What follows belongs to an exercise in optimizing a design on an open flow for small area and few clock cycles per item; a production flow would make more cautious choices.
The RTL was checked by simulation tests, not by an equivalence proof against the original design.
Power is estimated from default activity; no workload was simulated.

==> flow/design.v <==
module k64_lzc64 (
    input  wire [63:0] a,
    output wire [5:0]  n,
    output wire        z
);
    wire [31:0] v1;  wire [31:0] c1;
    wire [15:0] v2;  wire [31:0] c2;
    wire [7:0]  v3;  wire [23:0] c3;
    wire [3:0]  v4;  wire [15:0] c4;
    wire [1:0]  v5;  wire [9:0]  c5;
    genvar i;
    generate
        for (i = 0; i < 32; i = i + 1) begin : l1
            assign v1[i] = a[2*i+1] | a[2*i];
            assign c1[i] = ~a[2*i+1];
        end
        for (i = 0; i < 16; i = i + 1) begin : l2
            assign v2[i] = v1[2*i+1] | v1[2*i];
            assign c2[2*i+1:2*i] = v1[2*i+1] ? {1'b0, c1[2*i+1]} : {1'b1, c1[2*i]};
        end
        for (i = 0; i < 8; i = i + 1) begin : l3
            assign v3[i] = v2[2*i+1] | v2[2*i];
            assign c3[3*i+2:3*i] = v2[2*i+1] ? {1'b0, c2[4*i+3:4*i+2]} : {1'b1, c2[4*i+1:4*i]};
        end
        for (i = 0; i < 4; i = i + 1) begin : l4
            assign v4[i] = v3[2*i+1] | v3[2*i];
            assign c4[4*i+3:4*i] = v3[2*i+1] ? {1'b0, c3[6*i+5:6*i+3]} : {1'b1, c3[6*i+2:6*i]};
        end
        for (i = 0; i < 2; i = i + 1) begin : l5
            assign v5[i] = v4[2*i+1] | v4[2*i];
            assign c5[5*i+4:5*i] = v4[2*i+1] ? {1'b0, c4[8*i+7:8*i+4]} : {1'b1, c4[8*i+3:8*i]};
        end
    endgenerate
    assign z = ~(v5[1] | v5[0]);
    assign n = v5[1] ? {1'b0, c5[9:5]} : {1'b1, c5[4:0]};
endmodule
module k64_add #(parameter N=64) (input [N-1:0] a, b, input ci, output [N:0] s);
  localparam L = 7;    
  reg [N:0] G, P, g0, p0;
  reg [N:0] c;
  integer i, k, d;
  always @(*) begin
    g0 = {a & b, ci}; p0 = {a ^ b, 1'b0};
    G = g0; P = p0;
    for (k = 0; (1<<k) <= N; k = k + 1) begin
      for (i = 2*(1<<k)-1; i <= N; i = i + 2*(1<<k)) begin
        G[i] = G[i] | (P[i] & G[i-(1<<k)]);
        P[i] = P[i] & P[i-(1<<k)];
      end
    end
    for (k = L; k >= 0; k = k - 1) begin
      for (i = 3*(1<<k)-1; i <= N; i = i + 2*(1<<k)) begin
        G[i] = G[i] | (P[i] & G[i-(1<<k)]);
        P[i] = P[i] & P[i-(1<<k)];
      end
    end
  end
  generate genvar j; for (j=0;j<N;j=j+1) begin : sg
    assign s[j] = p0[j+1] ^ G[j];
  end endgenerate
  assign s[N] = G[N];
endmodule
module k64_atomic (
    input  wire         clk,
    input  wire         rst,
    input  wire         in_valid,
    output wire         in_ready,
    input  wire [7:0]   in_aop,
    input  wire [3:0]   in_atype,
    input  wire [127:0] in_old,
    input  wire [127:0] in_operand,
    input  wire [127:0] in_compare,
    output reg          out_valid,
    input  wire         out_ready,
    output reg  [127:0] out_result,
    output reg          out_bad
);
    localparam A_ADD = 8'h00, A_AND = 8'h01, A_OR = 8'h02, A_XOR = 8'h03,
               A_MIN = 8'h04, A_MAX = 8'h05, A_SWAP = 8'h06, A_CAS = 8'h07,
               A_TALLY = 8'h10;
    localparam T_I32 = 4'h0, T_U32 = 4'h1, T_I64 = 4'h2, T_U64 = 4'h3,
               T_U128 = 4'h4, T_F32 = 4'h5, T_F64 = 4'h6;
    wire [127:0] v = in_old;
    wire [127:0] x = in_operand;
    wire [127:0] c = in_compare;
    wire op_int  = (in_aop <= A_SWAP);
    wire op_full = (in_aop <= A_CAS);
    wire op_flt  = (in_aop == A_ADD) || (in_aop == A_MIN) ||
                   (in_aop == A_MAX) || (in_aop == A_SWAP);
    reg  valid_pair;
    always @(*) begin
        case (in_atype)
            T_I32, T_U32:  valid_pair = op_int;
            T_I64:         valid_pair = op_full;
            T_U64:         valid_pair = op_full || (in_aop == A_TALLY);
            T_U128:        valid_pair = (in_aop == A_SWAP) || (in_aop == A_CAS);
            T_F32, T_F64:  valid_pair = op_flt;
            default:       valid_pair = 1'b0;
        endcase
    end
    wire f32    = (in_atype == T_F32);
    wire is_fp  = f32 || (in_atype == T_F64);
    wire w32    = (in_atype == T_I32) || (in_atype == T_U32) || f32;
    wire w128   = (in_atype == T_U128);
    wire sgn    = (in_atype == T_I32) || (in_atype == T_I64) || is_fp;
    wire o_add  = (in_aop == A_ADD) || (in_aop == A_TALLY);
    wire o_mm   = (in_aop == A_MIN) || (in_aop == A_MAX);
    wire fadd   = is_fp && (in_aop == A_ADD);    
    wire f64    = !f32;                           
    wire        sa = f32 ? v[31] : v[63];
    wire        sb = f32 ? x[31] : x[63];
    wire [10:0] ea = f32 ? {3'b000, v[30:23]} : v[62:52];
    wire [10:0] eb = f32 ? {3'b000, x[30:23]} : x[62:52];
    wire        ma = f32 ? &v[30:23] : &v[62:52];
    wire        mb = f32 ? &x[30:23] : &x[62:52];
    wire        fa_nz = (|v[22:0]) || (f64 && (|v[51:23]));
    wire        fb_nz = (|x[22:0]) || (f64 && (|x[51:23]));
    wire        a_nan = ma & fa_nz;
    wire        b_nan = mb & fb_nz;
    wire        a_inf = ma & ~fa_nz;
    wire        b_inf = mb & ~fb_nz;
    wire        nan_in = a_nan | b_nan;
    wire        ea_nz = |ea;
    wire        eb_nz = |eb;
    wire [63:0] ua = {v[63:53] & {11{!fadd}},
                      fadd ? (f64 & ea_nz) : v[52],
                      v[51:24] & {28{!(fadd && f32)}},
                      (fadd && f32) ? ea_nz : v[23],
                      v[22:0]};
    wire [63:0] ub = {x[63:53] & {11{!fadd}},
                      fadd ? (f64 & eb_nz) : x[52],
                      x[51:24] & {28{!(fadd && f32)}},
                      (fadd && f32) ? eb_nz : x[23],
                      x[22:0]};
    wire ge63 = v[62:0] >= x[62:0];
    wire ge31 = v[30:0] >= x[30:0];
    wire swap = fadd && !(f32 ? ge31 : ge63);
    wire        sp = swap ? sb : sa;
    wire [10:0] ep = swap ? eb : ea;
    wire [10:0] eq = swap ? ea : eb;
    wire [63:0] up_ = swap ? ub : ua;
    wire [63:0] uq  = swap ? ua : ub;
    wire        ep_nz = |ep;
    wire        eq_nz = |eq;
    wire [10:0] xp = {ep[10:1], ep[0] | ~ep_nz};
    wire [10:0] xq = {eq[10:1], eq[0] | ~eq_nz};
    wire [10:0] d  = xp - xq;
    wire [5:0]  dd = (d[5:0] | {6{|d[10:6]}}) & {6{fadd}};
    reg  [55:0] w;
    reg         st;
    integer k;
    always @(*) begin
        w  = {uq[52:0], 3'b000};
        st = 1'b0;
        for (k = 5; k >= 0; k = k - 1)
            if (dd[k]) begin
                st = st | (|(w & ((56'd1 << (1 << k)) - 1)));
                w  = w >> (1 << k);
            end
    end
    wire [66:0] qf = {uq[63:53], w[55:1], w[0] | st};
    wire [66:0] pf = {up_, 3'b000};
    wire        sub = fadd ? (sa ^ sb) : !o_add;
    wire [66:0] qx  = qf ^ {67{sub}};
    wire [67:0] sum;
    k64_add #(67) u_add (.a(pf), .b(qx), .ci(sub), .s(sum));
    wire [67:0] cy  = sum ^ {1'b0, pf ^ qx};      
    wire [63:0] s   = sum[66:3];
    wire lt32 = (sgn && (v[31] ^ x[31])) ? v[31] : ~cy[35];
    wire lt64 = (sgn && (v[63] ^ x[63])) ? v[63] : ~cy[67];
    wire sv   = w32 ? v[31] : v[63];
    wire sx   = w32 ? x[31] : x[63];
    wire lt   = (w32 ? lt32 : lt64) ^ (is_fp & sv & sx);
    wire [56:0] sm = sum[56:0];
    wire [10:0] X   = xp + {6'd0, f32, f32, f32, 1'b0, f32};
    wire [56:0] mk  = (X[10:6] == 5'd0) ? (57'h100_0000_0000_0000 >> X[5:0]) : 57'd0;
    wire [5:0]  sh;
    wire        nz;
    k64_lzc64 u_lzc (.a({sm | mk, 7'd0}), .n(sh), .z(nz));
    wire        zero = ~|sm;
    wire [56:0] norm = sm << sh;
    wire [10:0] en  = X + 11'd1 - {5'd0, sh};
    wire [10:0] ef  = norm[56] ? en : 11'd0;
    wire        st64 = |norm[2:0];
    wire        st32 = st64 | (|norm[31:3]);
    wire        lsb  = f32 ? norm[33] : norm[4];
    wire        g    = f32 ? norm[32] : norm[3];
    wire        rs   = f32 ? st32 : st64;
    wire        rup  = g & (rs | lsb);
    wire [62:0] W    = {ef, norm[55:33], norm[32:4] | {29{f32}}};
    wire [62:0] R    = W + {62'd0, rup};
    wire        ovf  = f32 ? (R[62:52] >= 11'd255) : (&R[62:52]);
    reg [63:0] fr;
    always @(*) begin
        if (nan_in || (a_inf && b_inf && (sa != sb)))
            fr = f32 ? 64'h0000_0000_7fc0_0000 : 64'h7ff8_0000_0000_0000;
        else if (a_inf || b_inf || ovf)
            fr = f32 ? {32'd0, sp, 8'hff, 23'd0} : {sp, 11'h7ff, 52'd0};
        else if (zero)
            fr = f32 ? {32'd0, sa & sb, 31'd0} : {sa & sb, 63'd0};
        else
            fr = f32 ? {32'd0, sp, R[59:29]} : {sp, R};
    end
    wire eq_lo = (v[63:0] == c[63:0]);
    wire eq_hi = (v[127:64] == c[127:64]);
    wire eqc   = eq_lo && (!w128 || eq_hi);
    wire fp_nan_mm = is_fp && o_mm && nan_in;
    wire c_sel  = valid_pair && ((in_aop == A_SWAP) || (in_aop == A_CAS) || (o_mm && !fp_nan_mm));
    wire pick_x = (in_aop == A_SWAP) || ((in_aop == A_CAS) && eqc) ||
                  (o_mm && ((in_aop == A_MAX) ? lt : !lt));
    wire c_and  = valid_pair && (in_aop == A_AND);
    wire c_or   = valid_pair && (in_aop == A_OR);
    wire c_xor  = valid_pair && (in_aop == A_XOR);
    wire t1     = (c_sel && pick_x) || c_or || c_xor;
    wire t2     = (c_sel && !pick_x) || c_or || c_xor;
    wire t3     = c_sel || c_and || c_or;
    wire c_sum  = valid_pair && !is_fp && o_add;
    wire c_fp   = valid_pair && is_fp && (o_add || fp_nan_mm);
    wire        ld = in_ready;
    wire [63:0] vl = v[63:0], xl = x[63:0];
    wire [63:0] r_lo =
        ({64{!ld}} & out_result[63:0]) |
        ({64{ld & t1}} & ~vl & xl) |
        ({64{ld & t2}} & vl & ~xl) |
        ({64{ld & t3}} & vl & xl) |
        ({64{ld & c_sum}} & s) |
        ({64{ld & c_fp}}  & fr);
    wire [63:0] vh = v[127:64], xh = x[127:64];
    wire [127:0] result = {({64{!ld}} & out_result[127:64]) |
                           ({64{w128}} & (({64{ld & t1}} & ~vh & xh) | ({64{ld & t2}} & vh & ~xh) | ({64{ld & t3}} & vh & xh))),
                           r_lo[63:32] & {32{!w32 || !ld}}, r_lo[31:0]};
    assign in_ready = !out_valid || out_ready;
    always @(posedge clk) begin
        if (rst) begin
            out_valid <= 1'b0;
        end else if (in_ready) begin
            out_valid <= in_valid;
        end
    end
    always @(posedge clk) begin
        out_result <= result;
        if (in_ready)
            out_bad    <= !valid_pair;
    end
endmodule
==> flow/flow/run.sh <==
#!/bin/bash
# The standard layout (standard.sh) with two changes:
#  1. after the standard synthesis, the combinational logic is re-mapped by
#     ABC with an area-oriented script (flow/area.abc); every register
#     instance of the standard synthesis is kept as it is (same names, same
#     cells), and the don't-use cells of the standard synthesis stay barred;
#  2. the port buffers use the smallest buffer cell (buf_1);
#  3. after global routing, gates on paths with positive slack are
#     downsized (ORFS's RECOVER_POWER step), as timing allows.
# Floorplan, power grid, placement, CTS and routing are the standard ones.
set -euo pipefail
HERE=$(pwd)
FLOWDIR=$HERE/flow
R=$HERE/orfs/results/$FLOW_PLATFORM/k64_atomic/base
L=$HERE/orfs/logs/$FLOW_PLATFORM/k64_atomic/base
LIB=$FLOW_HOME/platforms/$FLOW_PLATFORM/lib/sky130_fd_sc_hd__tt_025C_1v80.lib
YOSYS=$FLOW_HOME/../tools/install/yosys/bin/yosys
[[ -x $YOSYS ]] || YOSYS=yosys

export BUFFER_PORTS_ARGS="-buffer_cell sky130_fd_sc_hd__buf_1"
export RECOVER_POWER=100

# 1. standard synthesis
bash standard.sh synth > standard_synth.log 2>&1
cp -p $R/1_2_yosys.v $HERE/standard_netlist.v

# 2. re-map the combinational logic
DU=$(grep -o -- "-dont_use [^ ]*" $L/1_2_yosys.log | sort -u | tr '\n' ' ')
KEEP=$(grep -oE "^ *sky130_fd_sc_hd__[a-z0-9_]+ " $HERE/standard_netlist.v | sort -u | \
       grep -E "__(e?df|sdf|dl|conb)" | tr -d ' ' | tr '\n' ' ')
printf 'set_driving_cell sky130_fd_sc_hd__buf_1\nset_load 3.9\n' > $HERE/abc.constr
{
  echo "read_liberty -ignore_miss_func $LIB"
  echo "read_verilog $HERE/standard_netlist.v"
  echo "hierarchy -top $FLOW_TOP"
  for c in $KEEP; do echo "setattr -mod -set keep_hierarchy 1 $c"; done
  echo "flatten"
  echo "opt_clean -purge"
  echo "abc -script $FLOWDIR/area.abc -liberty $LIB $DU -constr $HERE/abc.constr"
  echo "opt_clean -purge"
  echo "hilomap -singleton -hicell sky130_fd_sc_hd__conb_1 HI -locell sky130_fd_sc_hd__conb_1 LO"
  for c in $KEEP; do echo "blackbox $c"; done
  echo "splitnets"
  echo "opt_clean -purge"
  echo "tee -o $HERE/remap_stat.txt stat -liberty $LIB"
  echo "write_verilog -noattr -noexpr -nohex -nodec $HERE/remapped.v"
} > $HERE/remap.ys
$YOSYS -s $HERE/remap.ys > remap.log 2>&1

# the registers must be the standard synthesis's
diff <(grep -oE "^ *sky130_fd_sc_hd__(e?df|sdf|dl)[a-z0-9_]* +\S+" $HERE/standard_netlist.v | sed 's/_[0-9]* / /' | sort) \
     <(grep -oE "^ *sky130_fd_sc_hd__(e?df|sdf|dl)[a-z0-9_]* +\S+" $HERE/remapped.v | sed 's/_[0-9]* / /' | sort) > regs.diff

cp $HERE/remapped.v $R/1_2_yosys.v
rm -f $R/1_synth.odb $R/1_synth.sdc

# 3. the rest of the standard flow
bash standard.sh > standard.log 2>&1
==> flow/flow/area.abc <==
strash
&get -n
&st
&synch2
&if -a -K 6
&mfs
&st
&synch2
&if -a -K 6
&mfs
&st
&dch -f
&nf -a
&put
topo
stime -c
==> flow/standard.sh <==
#!/bin/bash
# synth_recipe.tcl (not shown) runs the flow's synth.tcl, then flattens the netlist and writes it again
# the make line also repeats each setting of config.mk as NAME=value (left out here)
make -C /OpenROAD-flow-scripts/flow DESIGN_CONFIG=/design/flow/config.mk WORK_HOME=/design/flow/orfs CLKGATE_MAP_FILE= SYNTH_SCRIPT=/design/flow/synth_recipe.tcl "${@:-finish}"
==> flow/config.mk <==
export PLATFORM = sky130hd
export DESIGN_NAME = k64_atomic
export DESIGN_NICKNAME = k64_atomic
export VERILOG_FILES = /design/flow/design.v
export SDC_FILE = /design/flow/constraint.sdc
export NUM_CORES = 4
export LEC_CHECK = 0
export ABC_AREA = 1
export CAP_MARGIN = 20
export CORE_MARGIN = 2
export CORE_UTILIZATION = 36
export GPL_TIMING_DRIVEN = 0
export PLACE_DENSITY = 0.5
export SETUP_SLACK_MARGIN = 0.5
export SLEW_MARGIN = 20
==> flow/constraint.sdc <==
create_clock -name core_clock -period 30.0 [get_ports {clk}]
set_input_delay 6.0000 -clock core_clock [delete_from_list [all_inputs] [get_ports {clk}]]
set_output_delay 6.0000 -clock core_clock [all_outputs]
set_load 0.01 [all_outputs]
==> results.json, run 1 <==
{
  "power.total_mw": 1.22,
  "power.density_mw_per_mm2": 39.4,
  "dr.pass1.iters": 8,
  "grt_overflow_total": 0,
  "max_cap_viol_count": 2,
  "so.violations": "capacitance limit, slew limit",
  "drv_slew": 31,
  "synthCells": 3977,
  "tns_ns": 0,
  "io_pins": 531,
  "required_ns": 30.33,
  "relSlewSlack": -0.503,
  "path_clk_slew_ns": 0.08,
  "setup_violations": 0,
  "synth_area_sq_mm": 0.0253,
  "crit_path_frequent_cell": "o21ai_0",
  "dpl_worst_slack_ns": -2.96,
  "skew_ns": 0.0201,
  "ctsLongestPathBuffers": 2,
  "path_max_fanout": 56,
  "cts_tree": "yes",
  "startpoint_type": "input pin",
  "ant_nets": 0,
  "critical-path-slowest-cell": "o21ai_0",
  "cts_made_buffers": 17,
  "initial_core_util": 0.362,
  "cts_root_buf": "clkbuf_16",
  "cp_slowest_stage_delay_ns": 1.68,
  "hold_slack_ns": 0.443,
  "crit_arrival_ns": 29.31,
  "htreeDepth": 4,
  "cts_sinks": 130,
  "synthToLayoutAreaGrowth_pct": 22.4,
  "track_usage": 0.449,
  "cellLeakagePower_nw": 10.8,
  "crit_type": "in2reg",
  "vias_per_cell": 6.56,
  "rsz0062_at_grt": "no",
  "num_vias": 36600,
  "utilization": 0.443,
  "fin_ws_ns": 1.02,
  "tightestPinTransition_ns": 2.23,
  "synth_nets": 4377,
  "die_h_um": 269,
  "wl_um": 169000,
  "antenna_found_initial": 27,
  "post-dp-hpwl_um": 136000,
  "worstSkewPairLatency_ns": 0.53,
  "fmax_mhz": 34.5,
  "postSynthAreaPerCell_sq_um": 6.36,
  "finalHoldViolCount": 0,
  "numPortBuffers": 530,
  "core_sq_mm": 0.0698,
  "ys_warn_count": 2,
  "hold_path.class": "reg2reg",
  "vdd_drop_max_v": 0.0000356,
  "period_share": 0.966,
  "gp_congestion": 1.02,
  "dieArea_sq_mm": 0.0724,
  "drtIter0Drc": 4759,
  "wl_per_cell_um": 30.3,
  "status": "finished with violations",
  "rows": 97,
  "drc": 0,
  "fin_crit_ns": 28.98,
  "grt_max_degree": 93,
  "die_w_um": 269,
  "grt_pass1_wl_um": 235000,
  "endpoint_kind": "register",
  "drive_gt1_frac": 0.0451,
  "grt_pass1_vias": 33000,
  "final_nets": 5004
}
==> power by group <==
part	internal, mW	leakage [nW]	total (mW)	switching, mW
Sequential	0.174	1.05	0.175	0.00125
Combinational	0.235	9.43	0.785	0.551
Clock	0.135	0.315	0.257	0.122
Total	0.544	10.8	1.22	0.674
==> critical path: cells and delay by family <==
kind	cells	cell delay, ns
fa+ha+maj	3	1.21
xor+xnor	2	0.46
buf+inv	8	3.28
mux	1	0.30
compound gates	42	14.85
simple gates	13	3.14
==> layer usage <==
layer / share of wire / up-vias / wire [um] / GRT usage
met1: 0.38 / 17300 / 64600 / 0.548
met2: 0.43 / 2403 / 72300 / 0.685
li1: - / 16400 / - / -
met5: 0.00056 / - / 95 / 0.00473
met4: 0.073 / 16 / 12400 / 0.299
met3: 0.11 / 500 / 19300 / 0.127
==> registers in the layout, summed over array words and instances, names as in the netlist <==
signal / cells
out_result: 128
out_bad: 1
out_valid: 1
==> worst paths after layout <==
kind / slack (ns) / start / to / cells after the start
max reg2reg: 22.58 / out_valid / out_result[22] / 9
min reg2reg: 0.44 / out_result[85] / out_result[85] / 2
min: 0.44 / out_result[85] / out_result[85] / 2
max: 1.02 / in_old[57] / out_result[22] / 69
==> layout make-up <==
| cell class | count | area (sq um) |
|---|---|---|
| clock buffers | 17 | 425 |
| fillers | 7815 | 38900 |
| well taps | 940 | 1180 |
| repair buffers | 606 | 3200 |
| plain buffers | 2 | 17.5 |
| inverters | 115 | 442 |
| diodes | 19 | 47.5 |
| flip-flops and latches | 130 | 2610 |
| clock inverters | 15 | 214 |
| multi-input cells | 3732 | 22800 |
==> through the flow <==
| stage | cells | instance area (sq um) |
|---|---|---|
| floorplan | 3977 | 25300 |
| global placement | 5447 | 28500 |
| detailed placement | 5511 | 30000 |
| CTS | 5547 | 30700 |
| global route | 5568 | 30900 |
| finish | 5576 | 30900 |
==> repair_timing <==
| item | in CTS | in global routing |
|---|---|---|
| setup buffers | 4 | 6 |
| resized for setup | 26 | 38 |
| pin swaps | 3 | 4 |
| gates cloned | 0 | 2 |
| hold buffers | 0 | 0 |
| hold endpoints to repair | 0 | 0 |
| endpoints found under the setup margin | 63 | 63 |
==> placed cells by master, fill, tap and decap left out, types with 17 or more instances in the layout <==
cell and instances:
nand2_1 529, buf_1 514, o21ai_0 466, a21oi_1 414, nor2_1 404, xnor2_1 189, mux2i_1 135, xor2_1 132
dfxtp_1 129, nor3_1 128, clkinv_1 112, nand3_1 107, nand2b_1 103, nor4_1 75, a211oi_1 68, o22ai_1 63
nor2b_1 59, nand4_1 57, a32oi_1 52, a31oi_1 49, o211ai_1 46, and2_0 40, or2_0 40, o221ai_1 36
or3_1 33, mux2_1 33, o21a_1 32, a21o_1 28, and3_1 28, buf_16 26, buf_4 25, a211o_1 20
diode_2 19, nor3b_1 19, maj3_1 18, a22oi_1 17, clkbuf_16 17
Testbench counts, summed over its fixed seeds: cycles 24,008, items 24,000.
==> run 2: changes to the inputs <==
--- a/flow/flow/run.sh
+++ b/flow/flow/run.sh
@@ -1,4 +1,4 @@
 #!/bin/bash
-# The standard layout (standard.sh) with two changes:
+# The standard layout (standard.sh) with three changes:
 #  1. after the standard synthesis, the combinational logic is re-mapped by
 #     ABC with an area-oriented script (flow/area.abc); every register
@@ -6,6 +6,6 @@
 #     cells), and the don't-use cells of the standard synthesis stay barred;
 #  2. the port buffers use the smallest buffer cell (buf_1);
-#  3. after global routing, gates on paths with positive slack are
-#     downsized (ORFS's RECOVER_POWER step), as timing allows.
+#  3. the two largest plain buffers (buf_12, buf_16) are kept out of the
+#     resizer's repairs, which then use chains of smaller buffers.
 # Floorplan, power grid, placement, CTS and routing are the standard ones.
 set -euo pipefail
@@ -19,5 +19,6 @@
 
 export BUFFER_PORTS_ARGS="-buffer_cell sky130_fd_sc_hd__buf_1"
-export RECOVER_POWER=100
+# the platform's config.mk appends its own don't-use cells to this list
+export DONT_USE_CELLS="sky130_fd_sc_hd__buf_12 sky130_fd_sc_hd__buf_16"
 
 # 1. standard synthesis
==> run 2 against run 1 <==
Effect of this change: highest routed layer unchanged; the run now finishes clean; cell area increased by 0.38%; setup slack improved by 0.30 ns; clock-buffer cell count is the same.
==> results.json, run 2 <==
{
  "status": "timing/DRC/antenna clean",
  "period_share": 0.956,
  "top_regs": "out_result (128), out_bad (1), out_valid (1)",
  "drive_gt1_frac": 0.0464,
  "cellLeakagePower_nw": 10.8,
  "die_h_um": 269,
  "path_clk_slew_ns": 0.08,
  "antenna_found_initial": 27,
  "htreeDepth": 4,
  "ctsLongestPathBuffers": 2,
  "critical-path-slowest-cell": "or4_1",
  "rsz0062_at_grt": "no",
  "ys_warn_count": 2,
  "required_ns": 30.40,
  "synth_area_sq_mm": 0.0253,
  "io_pins": 531,
  "skew_ns": 0.0193,
  "cts_root_buf": "clkbuf_16",
  "synthCells": 3977,
  "drtIter0Drc": 4842,
  "tns_ns": 0,
  "synth_nets": 4377,
  "vias_per_cell": 6.56,
  "fmax_mhz": 34.9,
  "layout_commonest_cell": "nand2_1",
  "final_nets": 5004,
  "dr.pass1.iters": 8,
  "drv_slew": 0,
  "num_vias": 36600,
  "track_usage": 0.449,
  "hold_slack_ns": 0.441,
  "gp_congestion": 1.02,
  "cts_made_buffers": 17,
  "power.total_mw": 1.22,
  "drc": 0,
  "crit_type": "in2reg",
  "hold_path.class": "reg2reg",
  "dieArea_sq_mm": 0.0724,
  "cts_sinks": 130,
  "grt_overflow_total": 0,
  "ant_nets": 0,
  "vdd_drop_max_v": 0.0000354,
  "crit_arrival_ns": 29.08,
  "setup_violations": 0,
  "postSynthAreaPerCell_sq_um": 6.36,
  "max_cap_viol_count": 0,
  "endpoint_kind": "register",
  "relSlewSlack": 0.160,
  "synthToLayoutAreaGrowth_pct": 22.8,
  "post-dp-hpwl_um": 136000,
  "grt_pass1_vias": 33000,
  "power.density_mw_per_mm2": 39.3,
  "initial_core_util": 0.362,
  "cp_slowest_stage_delay_ns": 0.70,
  "wl_um": 169000,
  "finalHoldViolCount": 0,
  "worstSkewPairLatency_ns": 0.52,
  "fin_crit_ns": 28.68,
  "cts_tree": "yes",
  "tightestPinTransition_ns": 1.26,
  "startpoint_type": "input pin",
  "core_sq_mm": 0.0698,
  "grt_max_degree": 93,
  "grt_pass1_wl_um": 235000,
  "largest_register": "out_result",
  "rows": 97,
  "wl_per_cell_um": 30.3,
  "path_max_fanout": 56,
  "die_w_um": 269,
  "numPortBuffers": 530,
  "largest_register_ffs": 128,
  "final_cell_mix": "nand2_1, buf_1, o21ai_0"
}
-- run 2: critical path: cells and delay by family --
| kind | cells | cell delay, ns |
|---|---|---|
| xor gates and xnor gates | 3 | 1.04 |
| and+or+nand+nor | 18 | 6.21 |
| buffers and inverters | 6 | 1.79 |
| muxes | 4 | 1.31 |
| AOI/OAI and AO/OA | 40 | 12.62 |
-- run 2: metal layers --
layer  vias to the layer above  track usage  wire (um)
li1                      16400            -          -
met1                     17300        0.548      64500
met2                      2433        0.685      72400
met3                       514        0.127      19400
met4                        16        0.299      12400
met5                         -      0.00473         95
-- run 2: final timing paths --
path | from | endpoint | slack, ns | depth (start not counted)
max | in_old[57] | out_result[33] | 1.32 | 71
min | out_result[71] | out_result[71] | 0.44 | 2
max reg2reg | out_valid | out_result[51] | 25.68 | 7
min reg2reg | out_result[71] | out_result[71] | 0.44 | 2
-- run 2: repair_timing --
item                                    CTS  global route
hold buffers                              0             0
pin swaps                                 3             4
buffers inserted                          4             6
gates resized for setup                  26            38
endpoints found under the setup margin   63            63
cloned                                    0             2
-- run 2: final cells by class --
type                    count  area [sq um]
fillers                  7797         38700
multi-input cells        3732         22800
repair buffers            606          3300
flip-flops and latches    130          2610
well taps                 940          1180
inverters                 115           442
clock buffers              17           425
clock inverters            15           214
diodes                     20          50.0
plain buffers               2          17.5
-- run 2: power by group --
group	internal (mW)	total (mW)	switching, mW
Combinational	0.235	0.787	0.551
Sequential	0.174	0.175	0.00127
Clock	0.135	0.257	0.122
Total	0.544	1.22	0.675
-- run 2: through the flow --
stage | area [sq um] | worst slack, ns | std cells | util
after floorplan | 25300 | 0.519 | 3977 | -
after global placement | 28500 | -15.44 | 5447 | 0.408
after detailed placement | 30000 | -2.96 | 5511 | 0.430
after CTS | 30700 | 0.526 | 5547 | 0.441
after global routing | 31000 | 0.505 | 5568 | 0.445
final | 31100 | 1.32 | 5577 | 0.445

-- separate check: timing with driven ports --
In the flow no input, the clock included, has a driving cell. The finished layouts below were timed again as built, in two steps. Step 1, drivers: a clkbuf_16 drives clk and a buf_2 each remaining input, both assumed. Step 2 times the ports against the registers' clock, not the clock port: input delays grow and output delays shrink by t, the midpoint of the rising clock arrivals with the driver on. Slacks: ideal ports / drivers / drivers and shift; pairs: ideal ports / drivers.
run	t (ns)	setup slack, ns	hold slack, ns
run 1	0.581	1.023 / 1.067 / 0.486	0.443 / 0.443 / 0.443
run 2	0.580	1.324 / 1.371 / 0.791	0.441 / 0.441 / 0.441
For run 1, which loses most, drivers alone change the setup slack by +0.044 ns; drivers and shift together by -0.537 ns.
